Background: an optimization exercise with open tools, aiming at small area, a short achievable clock period and few clock cycles per item. Do not read the settings as production practice. At most, simulation tests tie the RTL to the original design; equivalence was not proved. Power is estimated from default activity; no workload was simulated.

==> job 745 <==
## vfix_unit
module vfix_unit #(
    parameter LANES = 4
) (
    input  wire                  clk,
    input  wire                  rst,
    input  wire                  in_valid,
    output wire                  in_ready,
    input  wire [2:0]            in_func,
    input  wire                  in_type,
    input  wire [1:0]            in_rnd,
    input  wire                  in_zero,
    input  wire [LANES-1:0]      in_pred,
    input  wire [16*LANES-1:0]   in_a,
    input  wire [16*LANES-1:0]   in_b,
    input  wire [16*LANES-1:0]   in_c,
    input  wire [16*LANES-1:0]   in_d,
    output reg                   out_valid,
    output reg  [16*LANES-1:0]   out_d,
    output reg                   out_sat
);
    assign in_ready = 1'b1;
    wire f_fma  = (in_func == 3'd1);
    wire f_fms  = (in_func == 3'd2);
    wire f_lerp = (in_func == 3'd3);
    wire f_add  = (in_func == 3'd4);
    wire f_sub  = (in_func == 3'd5);
    wire f_rsh  = (in_func == 3'd6);
    wire f_conv = (in_func == 3'd7);
    wire f_pow2 = in_func[2];            
    wire typ    = in_type;
    wire a_sgn  = f_conv ? typ : ~typ;   
    wire neg    = f_fms | f_sub;         
    wire k15 = f_fms ? (in_rnd != 2'd0) : (in_rnd != 2'd1);
    wire klo = f_fms & ~in_rnd[1];
    wire [17*LANES-1:0] bma_all;
    genvar gl;
    generate
        for (gl = 0; gl < LANES; gl = gl + 1) begin : g_sub
  ...
export LEC_CHECK = 0
export ABC_AREA = 1
export CAP_MARGIN = 0
export CORE_MARGIN = 2
export CORE_UTILIZATION = 65
export CTS_CLUSTER_DIAMETER = 100
export CTS_CLUSTER_SIZE = 30
export SLEW_MARGIN = 0
export SYNTH_HIERARCHICAL = 1
create_clock -name core_clock -period 25.0 [get_ports {clk}]
standard.sh (not shown) runs the stock make flow with config.mk's settings and CLKGATE_MAP_FILE= SYNTH_SCRIPT=/design/flow/synth_recipe.tcl, a recipe that flattens the netlist after the stock synthesis.
==> flow/flow/run.sh <==
#!/bin/bash
# Standard synthesis and layout, with buf_2 cells as the port buffers; the
# layout's timing repair aims at a setup slack of MARGIN ns (the clock
# period and constraints are unchanged) on the worst endpoints, and may
# resize cells across footprints.
set -euo pipefail
MARGIN=19
bash standard.sh synth > synth.log 2>&1
bash standard.sh "BUFFER_PORTS_ARGS=-buffer_cell sky130_fd_sc_hd__buf_2" \
    SETUP_SLACK_MARGIN=$MARGIN TNS_END_PERCENT=5 MATCH_CELL_FOOTPRINT=0 finish > layout.log 2>&1
==> job 4455: changes against job 745 <==
--- a/flow/design.v
+++ b/flow/design.v
@@ -13,14 +13,15 @@
     integer i;
     always @* begin
         for (i = 0; i < 9; i = i + 1) begin
             one[i] = Ye[2*i+1] ^ Ye[2*i];
             two[i] = (Ye[2*i+2] & ~Ye[2*i+1] & ~Ye[2*i]) | (~Ye[2*i+2] & Ye[2*i+1] & Ye[2*i]);
             nb[i]  = Ye[2*i+2] ^ neg;
         end
+        two[8] = 1'b0;
     end
     wire [17:0] Xs = {X[16], X};
     wire [17:0] X2 = {X, 1'b0};
     wire [17:0] pp0 = ((({18{one[0]}} & Xs) | ({18{two[0]}} & X2)) ^ {18{nb[0]}}) ^ 18'h20000;
     wire [17:0] pp1 = ((({18{one[1]}} & Xs) | ({18{two[1]}} & X2)) ^ {18{nb[1]}}) ^ 18'h20000;
     wire [17:0] pp2 = ((({18{one[2]}} & Xs) | ({18{two[2]}} & X2)) ^ {18{nb[2]}}) ^ 18'h20000;
     wire [17:0] pp3 = ((({18{one[3]}} & Xs) | ({18{two[3]}} & X2)) ^ {18{nb[3]}}) ^ 18'h20000;
@@ -671,35 +672,34 @@
     endgenerate
     reg [17*LANES-1:0] p_x, p_a;
     reg [18*LANES-1:0] p_y;
     reg [15:0] a, b, c, d, a16;
     reg [16:0] bma;
     reg [17:0] yp, y;
     reg [18:0] ye;
-    reg        pr, sx_lerp, sx_sub, sx_a, sa_d, sa_c, sa_a, sa_b, sy_c, sy_b, sy_b2, sy_p;
+    reg        pr, sx_lerp, sx_b, sx_a, sa_d, sa_c, sa_a, sy_c, sy_b, sy_b2, sy_p;
     integer l, j;
     always @* begin
         for (l = 0; l < LANES; l = l + 1) begin
             a  = in_a[16*l +: 16];
             b  = in_b[16*l +: 16];
             c  = in_c[16*l +: 16];
             d  = in_d[16*l +: 16];
             pr = in_pred[l];
             bma = bma_all[17*l +: 17];
             sx_lerp = pr & f_lerp;
-            sx_sub  = pr & f_sub;
-            sx_a    = pr & ~f_lerp & ~f_sub;
+            sx_b    = pr & (f_sub | f_add);
+            sx_a    = pr & ~f_lerp & ~f_sub & ~f_add;
             p_x[17*l +: 17] = ({17{sx_lerp}} & bma)
-                            | ({17{sx_sub}}  & {~typ & b[15], b})
+                            | ({17{sx_b}}    & {~typ & b[15], b})
                             | ({17{sx_a}}    & {a_sgn & a[15], a});
             sa_d = ~pr & ~in_zero;
             sa_c = pr & (f_fma | f_fms);
-            sa_a = pr & (f_lerp | f_sub | (f_conv & typ));
-            sa_b = pr & f_add;
-            a16  = ({16{sa_d}} & d) | ({16{sa_c}} & c) | ({16{sa_a}} & a) | ({16{sa_b}} & b);
+            sa_a = pr & (f_lerp | f_add | f_sub | (f_conv & typ));
+            a16  = ({16{sa_d}} & d) | ({16{sa_c}} & c) | ({16{sa_a}} & a);
             p_a[17*l +: 17] = {a16[15] & (~typ | (pr & f_conv)), a16};
             sy_c  = pr & f_lerp;
             sy_b  = pr & ~f_pow2 & ~f_lerp & typ;
             sy_b2 = pr & ~f_pow2 & ~f_lerp & ~typ;
             sy_p  = pr & f_pow2;
             for (j = 0; j < 18; j = j + 1)
                 yp[j] = f_rsh ? (b[3:0] == 16 - j)
==> flow/flow/run.sh (replaced) <==
#!/bin/bash
# Synthesis: the standard synthesis script (synth_recipe.tcl), except that
# ABC maps the lane modules with a delay target (flow/abc_lane.script), so
# that it recovers area there instead of mapping for the least delay; the
# top module gets its own (flow/abc_top.script). Then the standard layout
# steps, with buf_2 cells as the port buffers; the layout's timing repair
# aims at a setup slack of MARGIN ns (the clock period and constraints are
# unchanged) on the worst endpoints, and may resize cells across
# footprints.
set -euo pipefail
MARGIN=19
W=$PWD
cat > $W/own_synth.tcl <<EOC
proc abc {args} {
  set i [lsearch \$args -script]
  set lane_args \$args
  lset lane_args [expr {\$i + 1}] $W/flow/abc_lane.script
  yosys abc {*}\$lane_args vfix_lane vfix_fa vfix_xor2 vfix_xnor2
  set top_args \$args
  lset top_args [expr {\$i + 1}] $W/flow/abc_top.script
  yosys abc {*}\$top_args vfix_unit
}
source $W/synth_recipe.tcl
EOC
bash standard.sh SYNTH_SCRIPT=$W/own_synth.tcl synth > synth.log 2>&1
bash standard.sh SYNTH_SCRIPT=$W/own_synth.tcl "BUFFER_PORTS_ARGS=-buffer_cell sky130_fd_sc_hd__buf_2" \
    SETUP_SLACK_MARGIN=$MARGIN TNS_END_PERCENT=5 MATCH_CELL_FOOTPRINT=0 finish > layout.log 2>&1
==> flow/flow/abc_lane.script (new file) <==
strash
dch
map -B 0.9 -D 2000
topo
stime -c
buffer -c
upsize -c -D 2000
dnsize -c -D 2000
==> flow/flow/abc_top.script (new file) <==
strash
dch
map -B 0.9 -D 1500
topo
stime -c
buffer -c
upsize -c -D 1500
dnsize -c -D 1500
CTS_CLUSTER_DIAMETER = 80   (was 100)
CTS_CLUSTER_SIZE = 25   (was 30)
==> job 4827: changes against job 745 <==
--- a/flow/design.v
+++ b/flow/design.v
@@ -671,35 +671,34 @@
     endgenerate
     reg [17*LANES-1:0] p_x, p_a;
     reg [18*LANES-1:0] p_y;
     reg [15:0] a, b, c, d, a16;
     reg [16:0] bma;
     reg [17:0] yp, y;
     reg [18:0] ye;
-    reg        pr, sx_lerp, sx_sub, sx_a, sa_d, sa_c, sa_a, sa_b, sy_c, sy_b, sy_b2, sy_p;
+    reg        pr, sx_lerp, sx_b, sx_a, sa_d, sa_c, sa_a, sy_c, sy_b, sy_b2, sy_p;
     integer l, j;
     always @* begin
         for (l = 0; l < LANES; l = l + 1) begin
             a  = in_a[16*l +: 16];
             b  = in_b[16*l +: 16];
             c  = in_c[16*l +: 16];
             d  = in_d[16*l +: 16];
             pr = in_pred[l];
             bma = bma_all[17*l +: 17];
             sx_lerp = pr & f_lerp;
-            sx_sub  = pr & f_sub;
-            sx_a    = pr & ~f_lerp & ~f_sub;
+            sx_b    = pr & (f_sub | f_add);
+            sx_a    = pr & ~f_lerp & ~f_sub & ~f_add;
             p_x[17*l +: 17] = ({17{sx_lerp}} & bma)
-                            | ({17{sx_sub}}  & {~typ & b[15], b})
+                            | ({17{sx_b}}    & {~typ & b[15], b})
                             | ({17{sx_a}}    & {a_sgn & a[15], a});
             sa_d = ~pr & ~in_zero;
             sa_c = pr & (f_fma | f_fms);
-            sa_a = pr & (f_lerp | f_sub | (f_conv & typ));
-            sa_b = pr & f_add;
-            a16  = ({16{sa_d}} & d) | ({16{sa_c}} & c) | ({16{sa_a}} & a) | ({16{sa_b}} & b);
+            sa_a = pr & (f_lerp | f_add | f_sub | (f_conv & typ));
+            a16  = ({16{sa_d}} & d) | ({16{sa_c}} & c) | ({16{sa_a}} & a);
             p_a[17*l +: 17] = {a16[15] & (~typ | (pr & f_conv)), a16};
             sy_c  = pr & f_lerp;
             sy_b  = pr & ~f_pow2 & ~f_lerp & typ;
             sy_b2 = pr & ~f_pow2 & ~f_lerp & ~typ;
             sy_p  = pr & f_pow2;
             for (j = 0; j < 18; j = j + 1)
                 yp[j] = f_rsh ? (b[3:0] == 16 - j)
CTS_CLUSTER_DIAMETER = 80   (was 100)
CTS_CLUSTER_SIZE = 25   (was 30)
==> summary.txt <==
| metric | job 4455 | job 4827 | job 745 |
|---|---|---|---|
| Die H | 269 um | 280 um | 280 um |
| Post-placement worst setup slack | 17350 ps | 17810 ps | 17760 ps |
| Antenna Cells | 6 | 17 | 10 |
| Pre-Repair DR Iteration Count | 7 | 6 | 6 |
| Number of CTS-inserted buffers | 24 | 26 | 24 |
| Starting density of the core | 66.0% | 65.3% | 65.5% |
| Post-placement cell area | 47800 sq um | 50700 sq um | 50700 sq um |
| Relative area of non-clock buffer cells in the final design | 5.22% | 4.13% | 4.63% |
| Via density per instance | 6.09 | 5.94 | 5.94 |
| Via count of the first global-routing pass | 40052 | 42425 | 42801 |
| GR Util met3 | 9.38% | 7.03% | 7.53% |
| Worst supply voltage drop on vdd | 0.000190 V | 0.000258 V | 0.000181 V |
| F_max | 164 MHz | 161 MHz | 163 MHz |
| Fin worst setup slack | 18900 ps | 18790 ps | 18870 ps |
| Global-route wire length before repair | 224000 um | 239000 um | 235000 um |
| Insertion delay to the later sink of the worst-skew pair | 630 ps | 610 ps | 620 ps |
| Result of the run | finished clean | finished clean | finished clean |
| FF/Latch Area | 7170 sq um | 7160 sq um | 7180 sq um |
| Total Routing Usage GR | 39.9% | 38.8% | 38.2% |
| Clock buffer count in the final layout | 29 | 28 | 26 |
| Cells on worst reg2reg path | 24 | 19 | 21 |
| Combined area of all synthesized cells | 45500 sq um | 49400 sq um | 49600 sq um |
Testbench counts of job 4455, summed over its fixed seeds: cycles 16,024, items 16,000.
No functional check of the RTL was part of job 745 and job 4827.

---

==> v10 <==
vfix_unit with an RTL version that a note above also has.
export LEC_CHECK = 0
export ABC_AREA = 1
export CAP_MARGIN = 0
export CORE_MARGIN = 2
export CORE_UTILIZATION = 65
export CTS_CLUSTER_DIAMETER = 80
export CTS_CLUSTER_SIZE = 25
export SLEW_MARGIN = 0
export SYNTH_HIERARCHICAL = 1
create_clock -name core_clock -period 25.0 [get_ports {clk}]
==> flow/flow/run.sh <==
#!/bin/bash
# Synthesis: the standard synthesis script (synth_recipe.tcl), with ABC's
# technology mapping given a delay target (flow/abc_map.script) so that it
# recovers area instead of mapping for the least delay. Then the standard
# layout steps, with buf_2 cells as the port buffers; the layout's timing
# repair aims at a setup slack of MARGIN ns (the clock period and
# constraints are unchanged) on the worst endpoints, and may resize cells
# across footprints.
set -euo pipefail
MARGIN=19
W=$PWD
cat > $W/own_synth.tcl <<EOC
proc abc {args} {
  set i [lsearch \$args -script]
  if {\$i >= 0} { lset args [expr {\$i + 1}] $W/flow/abc_map.script }
  yosys abc {*}\$args
}
source $W/synth_recipe.tcl
EOC
bash standard.sh SYNTH_SCRIPT=$W/own_synth.tcl synth > synth.log 2>&1
bash standard.sh SYNTH_SCRIPT=$W/own_synth.tcl "BUFFER_PORTS_ARGS=-buffer_cell sky130_fd_sc_hd__buf_2" \
    SETUP_SLACK_MARGIN=$MARGIN TNS_END_PERCENT=5 MATCH_CELL_FOOTPRINT=0 finish > layout.log 2>&1
==> flow/flow/abc_map.script <==
strash
dch
map -B 0.9 -D 4000
topo
stime -c
buffer -c
upsize -c -D 4000
dnsize -c -D 4000
==> v5 (differences from v10) <==
==> flow/flow/run.sh (replaced) <==
#!/bin/bash
# Synthesis: the standard synthesis script (synth_recipe.tcl), except that
# ABC maps the lane modules with a delay target (flow/abc_lane.script), so
# that it recovers area there instead of mapping for the least delay; the
# top module gets its own (flow/abc_top.script). Then the standard layout
# steps, with buf_2 cells as the port buffers; the layout's timing repair
# aims at a setup slack of MARGIN ns (the clock period and constraints are
# unchanged) on the worst endpoints, and may resize cells across
# footprints.
set -euo pipefail
MARGIN=19
W=$PWD
cat > $W/own_synth.tcl <<EOC
proc abc {args} {
  set i [lsearch \$args -script]
  set lane_args \$args
  lset lane_args [expr {\$i + 1}] $W/flow/abc_lane.script
  yosys abc {*}\$lane_args vfix_lane vfix_fa vfix_xor2 vfix_xnor2
  set top_args \$args
  lset top_args [expr {\$i + 1}] $W/flow/abc_top.script
  yosys abc {*}\$top_args vfix_unit
}
source $W/synth_recipe.tcl
EOC
bash standard.sh SYNTH_SCRIPT=$W/own_synth.tcl synth > synth.log 2>&1
bash standard.sh SYNTH_SCRIPT=$W/own_synth.tcl "BUFFER_PORTS_ARGS=-buffer_cell sky130_fd_sc_hd__buf_2" \
    SETUP_SLACK_MARGIN=$MARGIN TNS_END_PERCENT=5 MATCH_CELL_FOOTPRINT=0 finish > layout.log 2>&1
==> flow/flow/abc_lane.script (new file) <==
strash
dch
map -B 0.9 -D 3000
topo
stime -c
buffer -c
upsize -c -D 3000
dnsize -c -D 3000
==> flow/flow/abc_top.script (new file) <==
strash
dch
map -B 0.9 -D 1000
topo
stime -c
buffer -c
upsize -c -D 1000
dnsize -c -D 1000
removed: flow/flow/abc_map.script
==> v2 (differences from v10) <==
==> flow/flow/run.sh (replaced) <==
#!/bin/bash
# Standard synthesis and layout, with buf_2 cells as the port buffers; the
# layout's timing repair aims at a setup slack of MARGIN ns (the clock
# period and constraints are unchanged) on the worst endpoints, and may
# resize cells across footprints.
set -euo pipefail
MARGIN=19
bash standard.sh synth > synth.log 2>&1
bash standard.sh "BUFFER_PORTS_ARGS=-buffer_cell sky130_fd_sc_hd__buf_2" \
    SETUP_SLACK_MARGIN=$MARGIN TNS_END_PERCENT=5 MATCH_CELL_FOOTPRINT=0 finish > layout.log 2>&1
removed: flow/flow/abc_map.script
==> v38 (differences from v10) <==
==> flow/flow/run.sh (replaced) <==
#!/bin/bash
# Standard synthesis and layout, with buf_2 cells as the port buffers; the
# layout's timing repair aims at a setup slack of MARGIN ns (the clock
# period and constraints are unchanged) on the worst endpoints, and may
# resize cells across footprints.
set -euo pipefail
MARGIN=19
bash standard.sh synth > synth.log 2>&1
bash standard.sh "BUFFER_PORTS_ARGS=-buffer_cell sky130_fd_sc_hd__buf_2" \
    SETUP_SLACK_MARGIN=$MARGIN TNS_END_PERCENT=5 MATCH_CELL_FOOTPRINT=0 finish > layout.log 2>&1
--- a/flow/config.mk
+++ b/flow/config.mk
@@ -13,2 +13,4 @@
 export CTS_CLUSTER_SIZE = 25
+export GPL_ROUTABILITY_DRIVEN = 0
+export PLACE_DENSITY = 0.75
 export SLEW_MARGIN = 0
removed: flow/flow/abc_map.script
==> summary.txt <==
Mapped Cells -> 6182
FP Rows -> 100
Unique masters post-synth -> 58
LEAKAGE -> 0.02769 uW
result of the run -> no timing/DRC/antenna violations
crit-path leading delay family -> flip-flops
PnR worst setup slack -> 18860 ps
Die H -> 278.7 um
compound-cell area share of the yosys netlist -> 0.1422
reg2reg path depth -> 21
wire per inst -> 20.24 um
clock latency on the worst-skew pair -> 640 ps
crit path capture type -> output port
crit-path cells -> buf_2
reg2reg setup slack -> 19100 ps
(the above is from v38)
==> summary.txt <==
Unique masters post-synth -> 58
crit-path leading delay family -> flip-flops
reg2reg setup slack -> 19200 ps
crit-path cells -> buf_2
result of the run -> no timing/DRC/antenna violations
FP Rows -> 100
P&R area growth vs syn -> 7.680%
compound-cell area share of the yosys netlist -> 0.1422
Mapped Cells -> 6182
reg2reg path depth -> 27
PnR worst setup slack -> 18890 ps
crit path capture type -> output port
LEAKAGE -> 0.02791 uW
wire per inst -> 20.47 um
(the above is from v2)
==> summary.txt <==
reg2reg path depth -> 24
PnR worst setup slack -> 18650 ps
reg2reg setup slack -> 19110 ps
crit-path leading delay family -> compound AO/OA/AOI/OAI gates
result of the run -> no timing/DRC/antenna violations
crit path capture type -> flip-flop
clock latency on the worst-skew pair -> 610 ps
Unique masters post-synth -> 35
wire per inst -> 22.22 um
compound-cell area share of the yosys netlist -> 0.1618
(the above is from v10)
==> summary.txt <==
result of the run -> no timing/DRC/antenna violations
crit path capture type -> output port
compound-cell area share of the yosys netlist -> 0.1431
crit-path leading delay family -> flip-flops
FP Rows -> 97
reg2reg path depth -> 21
wire per inst -> 21.84 um
crit-path cells -> buf_6
clock latency on the worst-skew pair -> 650 ps
Unique masters post-synth -> 52
Mapped Cells -> 5558
(the above is from v5)
Testbench counts of v10, summed over its fixed seeds: cycles 16,024, items 16,000.
Testbench counts of v5, summed over its fixed seeds: cycles 16,024, items 16,000.
Testbench counts of v2, summed over its fixed seeds: cycles 16,024, items 16,000.
Testbench counts of v38, summed over its fixed seeds: cycles 16,024, items 16,000.

==> what the ideal ports hide <==
In the flow no input, the clock included, has a driving cell. The finished layouts below were timed again as built, in two steps.
Step 1: set_driving_cell puts a clkbuf_16 on clk and a buf_2 on each other input, an assumption about the parent block.
Step 2 also shifts input and output timing later by t, the mid clock arrival at the registers, as if the neighbouring blocks saw the same clock.
a / b / c = no drivers / after step 1 / after step 2; a / b = the first two.
run	shift t [ns]	setup slack, ns	hold WS [ns]	slew at the worst register clock pin (ns)	cell pins on the clock port's net
job 745	0.683	18.868 / 18.806 / 18.214	0.348 / 0.348 / 0.348	0.12 / 0.12	1
job 4455	0.678	18.900 / 18.831 / 18.262	0.319 / 0.319 / 0.319	0.11 / 0.11	1
job 4827	0.671	18.789 / 18.768 / 18.103	0.333 / 0.333 / 0.333	0.10 / 0.10	1
v10	0.665	18.646 / 18.547 / 17.882	0.337 / 0.337 / 0.337	0.10 / 0.10	1
v5	0.701	18.853 / 18.780 / 18.190	0.291 / 0.291 / 0.291	0.10 / 0.10	1
v2	0.669	18.891 / 18.824 / 18.253	0.340 / 0.340 / 0.340	0.10 / 0.10	1
v38	0.699	18.862 / 18.795 / 18.173	0.328 / 0.328 / 0.328	0.11 / 0.11	1
After both steps setup and hold are still met in every run listed. The setup slack of v10, which loses most, moves by -0.099 ns with the drivers and by -0.764 ns with both steps.
